Source: an optimization exercise on an open RTL-to-GDS flow (aim: small area and a short achievable clock period). Production flows keep margins and buffers that such runs may drop.
In this exercise RTL edits were held to simulation tests only and were not proved equivalent to the original.

==> flow/design.v <==
module cvt_narrow (
    input  wire [2:0]  rm,
    input  wire        neg,
    input  wire        n0,
    input  wire [15:0] f,
    input  wire        sticky,
    input  wire [15:0] g,
    output wire        up
);
    wire low     = (f[14:0] != 15'd0) || sticky;
    wire inexact = f[15] || low;
    wire [15:0] g0 = f & g, p0 = f | g;
    wire [7:0]  g1, p1;
    wire [3:0]  g2, p2;
    wire [1:0]  g3, p3;
    genvar i;
    generate
        for (i = 0; i < 8; i = i + 1) begin : l1
            assign g1[i] = g0[2*i+1] | (p0[2*i+1] & g0[2*i]);
            assign p1[i] = p0[2*i+1] & p0[2*i];
        end
        for (i = 0; i < 4; i = i + 1) begin : l2
            assign g2[i] = g1[2*i+1] | (p1[2*i+1] & g1[2*i]);
            assign p2[i] = p1[2*i+1] & p1[2*i];
        end
        for (i = 0; i < 2; i = i + 1) begin : l3
            assign g3[i] = g2[2*i+1] | (p2[2*i+1] & g2[2*i]);
            assign p3[i] = p2[2*i+1] & p2[2*i];
        end
    endgenerate
    wire sr_up = g3[1] | (p3[1] & g3[0]);
    assign up = rm[2] ? sr_up :
                rm[1] ? (inexact && (rm[0] ^ neg)) :
                        (!rm[0] && f[15] && (low || n0));
endmodule
module cvt_lane (
    input  wire        clk,
    input  wire [31:0] x,
    input  wire [15:0] g,
    input  wire [2:0]  fmt,       
    input  wire        denorm,
    input  wire [2:0]  rm_q,      
    output reg  [15:0] res,
    output reg         ovf,
    output reg         flushed,
    output reg         nan_lost
);
    wire [7:0]  e1 = x[30:23];
    wire        e1_zero = (e1 == 8'h00);
    wire a_e2 = fmt[2];
    wire a_bf = !fmt[2] && (fmt[1:0] == 2'd0);
    wire a_fp = !fmt[2] && (fmt[1:0] == 2'd1);
    wire a_e4 = !fmt[2] && (fmt[1:0] == 2'd2);
    wire a_e5 = !fmt[2] && (fmt[1:0] == 2'd3);
    wire a_keep = denorm || a_e2;                    
    wire lo_fp = (e1 < 8'd113);                      
    wire lo_e4 = (e1 < 8'd121);
    wire lo_e2 = (e1 < 8'd127);
    wire sb_fp = a_keep && a_fp && lo_fp;
    wire sb_e5 = a_keep && a_e5 && lo_fp;
    wire sb_e4 = a_keep && a_e4 && lo_e4;
    wire sb_e2 = a_e2 && lo_e2;
    wire shsub = sb_fp || sb_e5 || sb_e4 || sb_e2;
    wire [4:0] d_fp = 5'd17 - e1[4:0];
    wire [4:0] d_e5 = 5'd25 - e1[4:0];
    wire [4:0] d_e4 = 5'd0  - e1[4:0];
    wire [4:0] d_e2 = 5'd8  - e1[4:0];
    wire [4:0] tsel = ({5{sb_fp}} & d_fp) | ({5{sb_e5}} & d_e5) |
                      ({5{sb_e4}} & d_e4) | ({5{sb_e2}} & d_e2) |
                      ({5{a_bf}} & 5'd3) |
                      ({5{a_e5 && !sb_e5}} & 5'd8) |
                      ({5{a_e4 && !sb_e4}} & 5'd7) |
                      ({5{a_e2 && !sb_e2}} & 5'd9);
    wire       tbig = (sb_fp && (e1 < 8'd82)) || (sb_e5 && (e1 < 8'd90)) ||
                      (sb_e4 && (e1 < 8'd97)) || (sb_e2 && (e1 < 8'd105));
    reg        s;
    reg [7:0]  e;
    reg [23:0] sig;
    reg [4:0]  t;
    reg        tsat, sub;
    reg [15:0] gq;
    reg        f_bf, f_fp, f_e4, f_e5, dn;
    always @(posedge clk) begin
        f_bf     <= a_bf;
        f_fp     <= a_fp;
        f_e4     <= a_e4;
        f_e5     <= a_e5;
        dn       <= denorm;
    end
    wire       f_e2     = !(f_bf || f_fp || f_e4 || f_e5);
    wire       keep_sub = dn || f_e2;
    always @(posedge clk) begin
        s    <= x[31];
        e    <= e1;
        sig  <= {!e1_zero, x[22:0]};
        t    <= tsel;
        tsat <= tbig;
        sub  <= shsub || e1_zero;
        gq   <= g;
    end
    wire [2:0]  rm = rm_q;
    wire [22:0] m  = sig[22:0];
    wire [7:0]  ee = e;
    wire e_zero  = !sig[23];
    wire e_ones  = (e == 8'hFF);
    wire m_zero  = (m == 23'd0);
    wire is_nan  = e_ones && !m_zero;
    wire is_inf  = e_ones && m_zero;
    wire is_zero = e_zero && m_zero;
    wire in_flush = e_zero && !m_zero && !dn;        
    wire [26:0] a0 = {sig, 3'b000};
    wire [26:0] a1 = t[0] ? {1'b0,  a0[26:1]}  : a0;
    wire [26:0] a2 = t[1] ? {2'b0,  a1[26:2]}  : a1;
    wire [26:0] a3 = t[2] ? {4'b0,  a2[26:4]}  : a2;
    wire [26:0] a4 = t[3] ? {8'b0,  a3[26:8]}  : a3;
    wire [26:0] a5 = t[4] ? {16'b0, a4[26:16]} : a4;
    wire sticky = tsat || (t[0] && a0[0]) || (t[1] && (a1[1:0] != 2'd0)) ||
                  (t[2] && (a2[3:0] != 4'd0)) || (t[3] && (a3[7:0] != 8'd0)) ||
                  (t[4] && (a4[15:0] != 16'd0));
    wire [26:0] z = tsat ? 27'd0 : a5;
    wire [10:0] n = z[26:16];
    wire [15:0] f = z[15:0];
    wire up;
    cvt_narrow u_rnd (.rm(rm), .neg(s), .n0(n[0]), .f(f), .sticky(sticky), .g(gq), .up(up));
    wire [7:0] ebf = sub ? 8'd0 :
                     f_bf ? ee :
                     (f_fp || f_e5) ? {3'd0, ~ee[4], ee[3:0]} :
                     f_e4 ? {4'd0, ~ee[3], ee[2:0]} :
                            {6'd0, ~ee[1], ee[0]};
    reg [14:0] body;
    always @* begin
        case (1'b1)
            f_bf:    body = {ebf[7:0], n[6:0]};
            f_fp:    body = {ebf[4:0], n[9:0]};
            f_e4:    body = {8'd0, ebf[3:0], n[2:0]};
            f_e5:    body = {8'd0, ebf[4:0], n[1:0]};
            default: body = {12'd0, ebf[1:0], n[0]};
        endcase
    end
    reg  [14:0] pre;                                 
    integer k;
    always @* begin
        pre[0] = 1'b1;
        for (k = 1; k < 15; k = k + 1)
            pre[k] = pre[k-1] && body[k-1];
    end
    wire [14:0] rbody = body ^ (pre & {15{up}});
    wire ones = f_bf ? pre[7] : f_fp ? pre[10] : f_e4 ? pre[3] : f_e5 ? pre[2] : pre[1];
    wire c = up && ones;
    reg ov_big, ov_edge;
    always @* begin
        case (1'b1)
            f_bf:    begin ov_big = 1'b0;          ov_edge = (ee == 8'd254) && c; end
            f_fp,
            f_e5:    begin ov_big = (ee >= 8'd143); ov_edge = (ee == 8'd142) && c; end
            f_e4:    begin ov_big = (ee >= 8'd136);
                           ov_edge = (ee == 8'd135) && ((n[2:0] == 3'd7) || ((n[2:0] == 3'd6) && up)); end
            default: begin ov_big = (ee >= 8'd130); ov_edge = (ee == 8'd129) && c; end
        endcase
    end
    wire over = !e_zero && (ov_big || ov_edge);
    reg fl_lo, fl_edge;
    always @* begin
        case (1'b1)
            f_fp, f_e5: begin fl_lo = (ee < 8'd112); fl_edge = (ee == 8'd112); end
            f_e4:       begin fl_lo = (ee < 8'd120); fl_edge = (ee == 8'd120); end
            default:    begin fl_lo = 1'b0;          fl_edge = 1'b0; end
        endcase
    end
    wire tiny_zero = keep_sub ? (sub && (n[9:0] == 10'd0) && !up)
                              : (fl_lo || (fl_edge && !c));
    wire fin     = !e_ones;
    wire over_f  = fin && over;
    wire k_zero  = is_zero || in_flush || (fin && tiny_zero);
    wire k_const = e_ones || over_f;
    wire inf_res = rm[2] || (rm[1:0] == 2'd0) || (rm[1] && (rm[0] ^ s));
    wire to_inf  = is_inf || inf_res;
    reg [14:0] cm;
    always @* begin
        case (1'b1)
            f_bf:    cm = is_nan ? 15'h7FC0 : to_inf ? 15'h7F80 : 15'h7F7F;
            f_fp:    cm = is_nan ? 15'h7E00 : to_inf ? 15'h7C00 : 15'h7BFF;
            f_e4:    cm = is_nan ? 15'h007F : 15'h007E;
            f_e5:    cm = is_nan ? 15'h007E : to_inf ? 15'h007C : 15'h007B;
            default: cm = is_nan ? 15'h0000 : 15'h0007;
        endcase
    end
    wire [14:0] mag = k_const ? cm : (rbody & {15{!k_zero}});
    wire s8 = f_e4 || f_e5;
    always @* begin
        res[15]   = s && (f_bf || f_fp);
        res[14:8] = mag[14:8];
        res[7]    = s8 ? s : mag[7];
        res[6:4]  = mag[6:4];
        res[3]    = f_e2 ? (s && !is_nan) : mag[3];
        res[2:0]  = mag[2:0];
        ovf       = is_inf || (over_f && (rm != 3'd1));
        flushed   = in_flush || (fin && !is_zero && tiny_zero);
        nan_lost  = is_nan && f_e2;
    end
endmodule
module cvtn_slice #(
    parameter LANES = 4
) (
    input  wire                 clk,
    input  wire                 rst_n,
    input  wire                 in_valid,
    input  wire [2:0]           in_fmt,
    input  wire [2:0]           in_rm,
    input  wire                 in_denorm,
    input  wire [32*LANES-1:0]  in_x,
    input  wire [16*LANES-1:0]  in_g,
    output reg                  out_valid,
    output reg  [16*LANES-1:0]  out_res,
    output reg  [LANES-1:0]     out_ovf,
    output reg  [LANES-1:0]     out_flushed,
    output reg  [LANES-1:0]     out_nan_lost
);
    reg       v_q;
    reg [2:0] rm_q;
    always @(posedge clk) begin
        if (!rst_n) v_q <= 1'b0;
        else        v_q <= in_valid;
        rm_q     <= in_rm;
    end
    wire [16*LANES-1:0] res;
    wire [LANES-1:0]    ovf, flushed, nan_lost;
    genvar l;
    generate
        for (l = 0; l < LANES; l = l + 1) begin : g_lane
            cvt_lane u_lane (
                .clk(clk),
                .x(in_x[32*l +: 32]), .g(in_g[16*l +: 16]),
                .fmt(in_fmt), .denorm(in_denorm),
                .rm_q(rm_q),
                .res(res[16*l +: 16]), .ovf(ovf[l]), .flushed(flushed[l]),
                .nan_lost(nan_lost[l]));
        end
    endgenerate
    always @(posedge clk) begin
        if (!rst_n) out_valid <= 1'b0;
        else        out_valid <= v_q;
        out_res      <= res;
        out_ovf      <= ovf;
        out_flushed  <= flushed;
        out_nan_lost <= nan_lost;
    end
endmodule
Settings: LEC_CHECK=0, ABC_AREA=1, CAP_MARGIN=20, CORE_MARGIN=2, CORE_UTILIZATION=45, CTS_BUF_LIST=sky130_fd_sc_hd__clkbuf_16, CTS_CLUSTER_DIAMETER=100, CTS_CLUSTER_SIZE=30, PLACE_DENSITY=0.6, SETUP_SLACK_MARGIN=5, SLEW_MARGIN=20; clock period 12.0 ns.
standard.sh (not shown) runs the stock make flow with config.mk's settings and CLKGATE_MAP_FILE= SYNTH_SCRIPT=/design/flow/synth_recipe.tcl, a recipe that flattens the netlist after the stock synthesis.
==> flow/flow/run.sh <==
#!/bin/bash
set -euo pipefail
export BUFFER_PORTS_ARGS="-buffer_cell sky130_fd_sc_hd__buf_1"
bash standard.sh SETUP_SLACK_MARGIN=8.5 finish > standard_finish.log 2>&1
Edit:
--- a/flow/design.v
+++ b/flow/design.v
@@ -39,7 +39,9 @@
     input  wire [15:0] g,
     input  wire [2:0]  fmt,       
     input  wire        denorm,
-    input  wire [2:0]  rm_q,      
+    input  wire [2:0]  fmt_q,     
+    input  wire [2:0]  rm_q,
+    input  wire        denorm_q,
     output reg  [15:0] res,
     output reg         ovf,
     output reg         flushed,
@@ -79,16 +81,6 @@
     reg [4:0]  t;
     reg        tsat, sub;
     reg [15:0] gq;
-    reg        f_bf, f_fp, f_e4, f_e5, dn;
-    always @(posedge clk) begin
-        f_bf     <= a_bf;
-        f_fp     <= a_fp;
-        f_e4     <= a_e4;
-        f_e5     <= a_e5;
-        dn       <= denorm;
-    end
-    wire       f_e2     = !(f_bf || f_fp || f_e4 || f_e5);
-    wire       keep_sub = dn || f_e2;
     always @(posedge clk) begin
         s    <= x[31];
         e    <= e1;
@@ -107,7 +99,13 @@
     wire is_nan  = e_ones && !m_zero;
     wire is_inf  = e_ones && m_zero;
     wire is_zero = e_zero && m_zero;
-    wire in_flush = e_zero && !m_zero && !dn;        
+    wire in_flush = e_zero && !m_zero && !denorm_q;  
+    wire f_e2 = fmt_q[2];
+    wire f_bf = !fmt_q[2] && (fmt_q[1:0] == 2'd0);
+    wire f_fp = !fmt_q[2] && (fmt_q[1:0] == 2'd1);
+    wire f_e4 = !fmt_q[2] && (fmt_q[1:0] == 2'd2);
+    wire f_e5 = !fmt_q[2] && (fmt_q[1:0] == 2'd3);
+    wire keep_sub = denorm_q || f_e2;
     wire [26:0] a0 = {sig, 3'b000};
     wire [26:0] a1 = t[0] ? {1'b0,  a0[26:1]}  : a0;
     wire [26:0] a2 = t[1] ? {2'b0,  a1[26:2]}  : a1;
@@ -217,11 +215,14 @@
     output reg  [LANES-1:0]     out_nan_lost
 );
     reg       v_q;
-    reg [2:0] rm_q;
+    reg [2:0] fmt_q, rm_q;
+    reg       denorm_q;
     always @(posedge clk) begin
         if (!rst_n) v_q <= 1'b0;
         else        v_q <= in_valid;
+        fmt_q    <= in_fmt;
         rm_q     <= in_rm;
+        denorm_q <= in_denorm;
     end
     wire [16*LANES-1:0] res;
     wire [LANES-1:0]    ovf, flushed, nan_lost;
@@ -232,7 +233,7 @@
                 .clk(clk),
                 .x(in_x[32*l +: 32]), .g(in_g[16*l +: 16]),
                 .fmt(in_fmt), .denorm(in_denorm),
-                .rm_q(rm_q),
+                .fmt_q(fmt_q), .rm_q(rm_q), .denorm_q(denorm_q),
                 .res(res[16*l +: 16]), .ovf(ovf[l]), .flushed(flushed[l]),
                 .nan_lost(nan_lost[l]));
         end
Cell count rose by 1.7%; die area went down by 0.99%; global-route usage increases by 0.56 points; clock skew fell by 0.0081 ns; clock-buffer cell count is unchanged; worst setup slack gets worse by 0.016 ns; hold slack stays flat.

-- re-timing with driven ports --
The flow's constraints put no driver on any port. The routed layouts listed below were extracted and timed again, unchanged, in two steps. Step 1 (the two cells are an assumption about what drives the block):
set clk [get_ports {clk}]
set_driving_cell -lib_cell sky130_fd_sc_hd__clkbuf_16 $clk
set_driving_cell -lib_cell sky130_fd_sc_hd__buf_2 [delete_from_list [all_inputs] $clk]
Step 2 adds t to the input delays and takes it off the output delays; t is the mean of the earliest and latest rising clock arrival at the registers after step 1. Input paths then give back, and output paths get back, about the clock's delay inside the block. Slacks: ideal / step 1 / step 2; pairs: ideal / step 1.
| run | shift t [ns] | setup WS [ns] | hold WS [ns] |
|---|---|---|---|
| the first run | 0.605 | 8.536 / 8.475 / 7.977 | 0.418 / 0.418 / 0.418 |
| the second run | 0.609 | 8.520 / 8.458 / 7.966 | 0.419 / 0.419 / 0.419 |
After both steps every run listed still meets setup and hold. For the first run, which loses most, drivers alone change the setup slack by -0.061 ns; drivers and shift together by -0.559 ns.
